What follows belongs to an exercise in optimizing a design on an open flow for small area and a short achievable clock period; a production flow would make more cautious choices.
RTL that was checked went through simulation tests only; none was proved equivalent to the original.
No activity file was given, so power comes from the tool's default toggle rates.

==> inputs of run a <==
==> flow/design.v <==
module dec_addsub (
    input  wire         clk,
    input  wire         rst,
    input  wire         in_valid,
    input  wire [1:0]   in_op,
    input  wire [127:0] in_a,
    input  wire [127:0] in_b,
    output reg          out_valid,
    output reg  [127:0] out_result,
    output reg  [1:0]   out_cmp,
    output reg          out_ovf,
    output reg          out_dec_data
);
    localparam ND = 31;
    function valid_operand;
        input [127:0] x;
        integer k;
        begin
            valid_operand = (x[3:0] == 4'hc) || (x[3:0] == 4'hd) || (x[3:0] == 4'hf);
            for (k = 1; k <= ND; k = k + 1)
                if (x[4*k +: 4] > 4'd9) valid_operand = 1'b0;
        end
    endfunction
    wire [123:0] mag_a = in_a[127:4];
    wire [123:0] mag_b = in_b[127:4];
    wire a_zero = (mag_a == 124'd0);
    wire b_zero = (mag_b == 124'd0);
    wire neg_a  = (in_a[3:0] == 4'hd) && !a_zero;
    wire neg_b  = (in_b[3:0] == 4'hd) && !b_zero;
    wire data_err = !valid_operand(in_a) || !valid_operand(in_b);
    function [124:0] bcd_add;
        input [123:0] x;
        input [123:0] y;
        reg [4:0] s;
        reg c;
        integer k;
        begin
            c = 1'b0;
            for (k = 0; k < ND; k = k + 1) begin
                s = x[4*k +: 4] + y[4*k +: 4] + c;
                if (s > 5'd9) begin
                    s = s + 5'd6;
                    c = 1'b1;
                end else begin
                    c = 1'b0;
                end
                bcd_add[4*k +: 4] = s[3:0];
            end
            bcd_add[124] = c;
        end
    endfunction
    function [124:0] bcd_sub;
        input [123:0] x;
        input [123:0] y;
        reg [4:0] d;
        reg b;
        integer k;
        begin
            b = 1'b0;
            for (k = 0; k < ND; k = k + 1) begin
                d = {1'b0, x[4*k +: 4]} - {1'b0, y[4*k +: 4]} - b;
                if (d[4]) begin
                    d = d + 5'd10;
                    b = 1'b1;
                end else begin
                    b = 1'b0;
                end
                bcd_sub[4*k +: 4] = d[3:0];
            end
            bcd_sub[124] = b;
        end
    endfunction
    wire [124:0] sum_ab  = bcd_add(mag_a, mag_b);
    wire [124:0] diff_ab = bcd_sub(mag_a, mag_b);
    wire [124:0] diff_ba = bcd_sub(mag_b, mag_a);
    wire eff_neg_b = (in_op == 2'd1) ? !neg_b : neg_b;
    reg [123:0] r_mag;
    reg         r_neg;
    reg         r_ovf;
    reg [1:0]   r_cmp;
    always @* begin
        if (neg_a == eff_neg_b) begin
            r_mag = sum_ab[123:0];
            r_ovf = sum_ab[124];
            r_neg = neg_a;
        end else if (!diff_ab[124]) begin
            r_mag = diff_ab[123:0];
            r_ovf = 1'b0;
            r_neg = neg_a;
        end else begin
            r_mag = diff_ba[123:0];
            r_ovf = 1'b0;
            r_neg = eff_neg_b;
        end
        if (r_mag == 124'd0)
            r_neg = 1'b0;
        if (neg_a != neg_b)
            r_cmp = neg_a ? 2'b11 : 2'b01;
        else if (mag_a == mag_b)
            r_cmp = 2'b00;
        else if (diff_ab[124] ^ neg_a)
            r_cmp = 2'b11;
        else
            r_cmp = 2'b01;
    end
    always @(posedge clk) begin
        if (rst) begin
            out_valid    <= 1'b0;
            out_result   <= 128'd0;
            out_cmp      <= 2'b00;
            out_ovf      <= 1'b0;
            out_dec_data <= 1'b0;
        end else begin
            out_valid <= in_valid;
            if (in_valid) begin
                out_result   <= {r_mag, r_neg ? 4'hd : 4'hc};
                out_cmp      <= r_cmp;
                out_ovf      <= r_ovf && (in_op != 2'd2);
                out_dec_data <= data_err;
            end
        end
    end
endmodule
==> flow/run.sh <==
#!/bin/bash
# synth_recipe.tcl (not shown) runs the flow's synth.tcl, then flattens the netlist and writes it again
# the make line also repeats each setting of config.mk as NAME=value (left out here)
make -C /OpenROAD-flow-scripts/flow DESIGN_CONFIG=/design/flow/config.mk WORK_HOME=/design/flow/orfs CLKGATE_MAP_FILE= SYNTH_SCRIPT=/design/flow/synth_recipe.tcl finish
==> flow/config.mk <==
export PLATFORM = sky130hd
export DESIGN_NAME = dec_addsub
export DESIGN_NICKNAME = dec_addsub
export VERILOG_FILES = /design/flow/design.v
export SDC_FILE = /design/flow/constraint.sdc
export NUM_CORES = 4
export LEC_CHECK = 0
export ABC_CLOCK_PERIOD_IN_PS = 55000
export CAP_MARGIN = 20
export CORE_MARGIN = 2
export CORE_UTILIZATION = 40
export SLEW_MARGIN = 20
==> flow/constraint.sdc <==
create_clock -name core_clock -period 70.0 [get_ports {clk}]
set_input_delay 14.0000 -clock core_clock [delete_from_list [all_inputs] [get_ports {clk}]]
set_output_delay 14.0000 -clock core_clock [all_outputs]
set_load 0.01 [all_outputs]
==> inputs of run b, as changes to run a <==
==> flow/design.v (replaced) <==
module dec_addsub (
    input  wire         clk,
    input  wire         rst,
    input  wire         in_valid,
    input  wire [1:0]   in_op,
    input  wire [127:0] in_a,
    input  wire [127:0] in_b,
    output reg          out_valid,
    output wire [127:0] out_result,
    output wire [1:0]   out_cmp,
    output wire         out_ovf,
    output wire         out_dec_data
);
    localparam ND = 31;
    function valid_operand;
        input [127:0] x;
        integer k;
        begin
            valid_operand = (x[3:0] == 4'hc) || (x[3:0] == 4'hd) || (x[3:0] == 4'hf);
            for (k = 1; k <= ND; k = k + 1)
                if (x[4*k+3] & (x[4*k+2] | x[4*k+1])) valid_operand = 1'b0;
        end
    endfunction
    wire data_err = !valid_operand(in_a) || !valid_operand(in_b);
    wire sa  = (in_a[3:0] == 4'hd);
    wire sb  = (in_b[3:0] == 4'hd);
    wire sub = sa ^ sb ^ (in_op[0] | in_op[1]);
    wire [ND-1:0] g, p;
    wire [4:0]    z [0:ND-1];
    genvar k;
    generate
        for (k = 0; k < ND; k = k + 1) begin : dig
            wire [3:0] a = in_a[4*k+4 +: 4];
            wire [3:0] b = in_b[4*k+4 +: 4];
            wire [3:0] bc = {~(b[3] | b[2] | b[1]), b[2] ^ b[1], b[1], ~b[0]};
            wire [3:0] bb = sub ? bc : b;
            assign z[k] = a + bb;
            assign g[k] = (z[k] > 5'd9);
            assign p[k] = (z[k] == 5'd9);
        end
    endgenerate
    wire [ND-1:0] gl [0:5];
    wire [ND-1:0] pl [0:5];
    assign gl[0] = g;
    assign pl[0] = p;
    genvar l, i;
    generate
        for (l = 0; l < 5; l = l + 1) begin : lev
            for (i = 0; i < ND; i = i + 1) begin : node
                if ((i >> l) & 1) begin : comb
                    localparam integer J = ((i >> l) << l) - 1;
                    assign gl[l+1][i] = gl[l][i] | (pl[l][i] & gl[l][J]);
                    assign pl[l+1][i] = pl[l][i] & pl[l][J];
                end else begin : pass
                    assign gl[l+1][i] = gl[l][i];
                    assign pl[l+1][i] = pl[l][i];
                end
            end
        end
    endgenerate
    wire [ND-1:0] G = gl[5];
    wire [ND-1:0] P = pl[5];
    wire cout = G[ND-1];
    wire cin  = sub & cout;            
    wire [ND-1:0] c = {G[ND-2:0] | (P[ND-2:0] & {(ND-1){cin}}), cin};
    reg [123:0] r_dig;
    reg         r_inv, r_neg, r_ovf, r_dd;
    integer n;
    reg [4:0] t;
    always @(posedge clk) begin
        for (n = 0; n < ND; n = n + 1) begin
            t = z[n] + c[n];
            r_dig[4*n +: 4] <= (t > 5'd9) ? t[3:0] + 4'd6 : t[3:0];
        end
        r_inv <= sub & !cout;
        r_neg <= sa ^ (sub & !cout);
        r_ovf <= !sub & cout;
        r_dd  <= data_err;
    end
    always @(posedge clk)
        out_valid <= in_valid & !rst;
    reg [123:0] mag;
    reg         all0, all9;
    always @* begin
        all0 = 1'b1;
        all9 = 1'b1;
        for (n = 0; n < ND; n = n + 1) begin
            mag[4*n +: 4] = r_inv ? 4'd9 - r_dig[4*n +: 4] : r_dig[4*n +: 4];
            if (r_dig[4*n +: 4] != 4'd0) all0 = 1'b0;
            if (r_dig[4*n +: 4] != 4'd9) all9 = 1'b0;
        end
    end
    wire zero    = r_inv ? all9 : all0;
    wire nonzero = !zero | r_ovf;
    assign out_result   = {mag, 3'b110, r_neg & !zero};
    assign out_ovf      = r_ovf;
    assign out_cmp      = {r_neg & nonzero, nonzero};
    assign out_dec_data = r_dd;
endmodule
==> run_results.csv <==
group,metric,value,unit
logic_synthesis,synth_top_area_share,19.9,%
route,totalWireLength,67000,um
power,switchingPower,0.403,mW
timing,fin_ws,48330,ps
route,dr.pass1.iters,5,
clock_tree,path_clk_slew,60,ps
setup_path,crit_slowest_cell,"o311ai_1",
setup_path,crit_required,70340,ps
placement,io_buffers,390,
outcome,outcome,"complete, no violations",
power,p_clk_share,10.8,%
The numbers above come from run b.

==> run_results.csv <==
group,metric,value,unit
clock_tree,cts_setup_buffers,0,
power,switchingPower,0.508,mW
power,p_clk_share,11.4,%
outcome,outcome,"complete, no violations",
logic_synthesis,yosysTopAreaCell,"ha_1",
timing,tns,0,ps
power,power-top-group,"combinational logic",
route,dr_wl_met2,64100,um
route,dr.pass1.iters,6,
timing,fin_ws,2960,ps
logic_synthesis,synth_top_area_share,22.7,%
placement,io_buffers,392,
route,totalWireLength,151000,um
setup_path,cp_top_family,"adder cells",
setup_path,crit_required,70400,ps
hold_path,worstHoldStart,"out_result[102]$_SDFFE_PP0P_",
hold_path,hold_depth,2,
The numbers above come from run a.

Function not checked in run b: the RTL went through the layout flow alone.


==> inputs of v3 <==
Another version of the RTL of dec_addsub (not shown whole).
export LEC_CHECK = 0
export ABC_CLOCK_PERIOD_IN_PS = 55000
export CAP_MARGIN = 20
export CORE_MARGIN = 2
export CORE_UTILIZATION = 40
export SLEW_MARGIN = 20
create_clock -name core_clock -period 70.0 [get_ports {clk}]
standard.sh (not shown) runs the stock make flow with config.mk's settings and CLKGATE_MAP_FILE= SYNTH_SCRIPT=/design/flow/synth_recipe.tcl, a recipe that flattens the netlist after the stock synthesis.
==> flow/flow/run.sh <==
#!/bin/bash
# Standard layout, with the smallest buffer on every input and output port,
# and timing repair asked for a setup slack of 50.5 ns.
set -euo pipefail
bash standard.sh BUFFER_PORTS_ARGS="-buffer_cell sky130_fd_sc_hd__buf_1" SETUP_SLACK_MARGIN=50.5 finish > standard.log 2>&1
==> inputs of v23, as changes to v3 <==
==> flow/flow/run.sh (replaced) <==
#!/bin/bash
# Standard layout, with the smallest buffer on every input and output port,
# timing repair asked for a setup slack of 50.15 ns, and a clock tree of
# clkbuf_8 buffers without dummy loads.
set -euo pipefail
bash standard.sh BUFFER_PORTS_ARGS="-buffer_cell sky130_fd_sc_hd__buf_1" SETUP_SLACK_MARGIN=50.15 \
  CTS_ARGS="-sink_clustering_enable -repair_clock_nets -buf_list sky130_fd_sc_hd__clkbuf_8 -dont_use_dummy_load" \
  finish > standard.log 2>&1
==> inputs of v33, as changes to v3 <==
==> flow/flow/run.sh (replaced) <==
#!/bin/bash
# Standard layout, with the smallest buffer on every input and output port,
# timing repair asked for a setup slack of 50.0 ns, and a clock tree of
# clkbuf_8 buffers without dummy loads.
set -euo pipefail
bash standard.sh BUFFER_PORTS_ARGS="-buffer_cell sky130_fd_sc_hd__buf_1" SETUP_SLACK_MARGIN=50.0 \
  CTS_ARGS="-sink_clustering_enable -repair_clock_nets -buf_list sky130_fd_sc_hd__clkbuf_8 -dont_use_dummy_load" \
  finish > standard.log 2>&1
CORE_UTILIZATION = 60   (was 40)
PLACE_DENSITY = 0.8   (was unset)
==> results.txt <==
metric                                                        v23                 v3                    v33
Result of the run                no timing/DRC/antenna violations  no timing/DRC/antenna violations  no timing/DRC/antenna violations
Least-Margin Pin Slew                                    0.867 ns           0.956 ns               0.903 ns
Data required, critical path                             70.33 ns           70.30 ns               70.30 ns
Final antenna diode count                                       1                  3                      0
Overall die height                                         182 µm             182 µm                 150 µm
Most Frequent Cell on Critical Path         sky130_fd_sc_hd__fa_1                  -  sky130_fd_sc_hd__fa_1
Crit Path Max Fanout                                           19                  7                     62
Antenna violations before repair                                3                  5                      2
Fin cells                                                    2212               2245                   2073
Total power divided by cell area                      35.2 nW/µm²        36.8 nW/µm²            35.7 nW/µm²
Initial DRC Count                                             512                520                    735
Placed cell area                                        14400 µm²          14400 µm²              14200 µm²
Total Power                                              0.523 mW           0.570 mW               0.518 mW
Multi-input gate share of total cell area                   0.650              0.630                  0.662
Die W                                                      182 µm             182 µm                 150 µm
Worst Setup EP                                 r_dig[119]$_DFF_P_  r_dig[22]$_DFF_P_      r_dig[78]$_DFF_P_
Average wire per cell in the routed design                19.5 µm            19.6 µm                19.3 µm
Final core occ                                              0.473              0.494                  0.694
Gate power share                                            0.627              0.585                  0.627
Detailed Place HPWL                                       36.3 mm            36.3 mm                33.9 mm
Leakage                                                   6.09 nW            6.36 nW                6.00 nW
CLK BUF                                                        17                 18                     17
Multi-input gate area                                    9640 µm²           9770 µm²               9600 µm²
# Taps                                                        402                402                    275

## static timing again, ports no longer ideal
Ports are ideal in the flow. The routed layouts listed here were re-timed in OpenROAD. Step 1 assumes that a clkbuf_16 drives the clock port and a buf_2 every other input. Step 2, shift: input delay + t, output delay - t, t = (earliest + latest rising clock arrival at the registers) / 2. This alone moves slack from input paths to output paths. Three values: ideal, step 1, step 2; two values: the first two.
run	shift t [ns]	setup WS [ns]	clock arrival spread, ns	slew at the worst register clock pin (ns)	cell pins on the clock port's net
run a	0.579	2.961 / 3.003 / 2.424	0.028 / 0.029	0.09 / 0.09	1
run b	0.473	48.332 / 48.359 / 47.887	0.014 / 0.015	0.06 / 0.06	1
v3	0.464	50.692 / 50.720 / 50.257	0.021 / 0.021	0.08 / 0.08	1
v23	0.484	50.413 / 50.444 / 49.960	0.032 / 0.032	0.09 / 0.09	1
v33	0.485	50.327 / 50.351 / 49.866	0.032 / 0.032	0.09 / 0.09	1
After both steps setup and hold are still met in every run listed. For run a, which loses most, drivers alone change the setup slack by +0.042 ns; drivers and shift together by -0.537 ns.
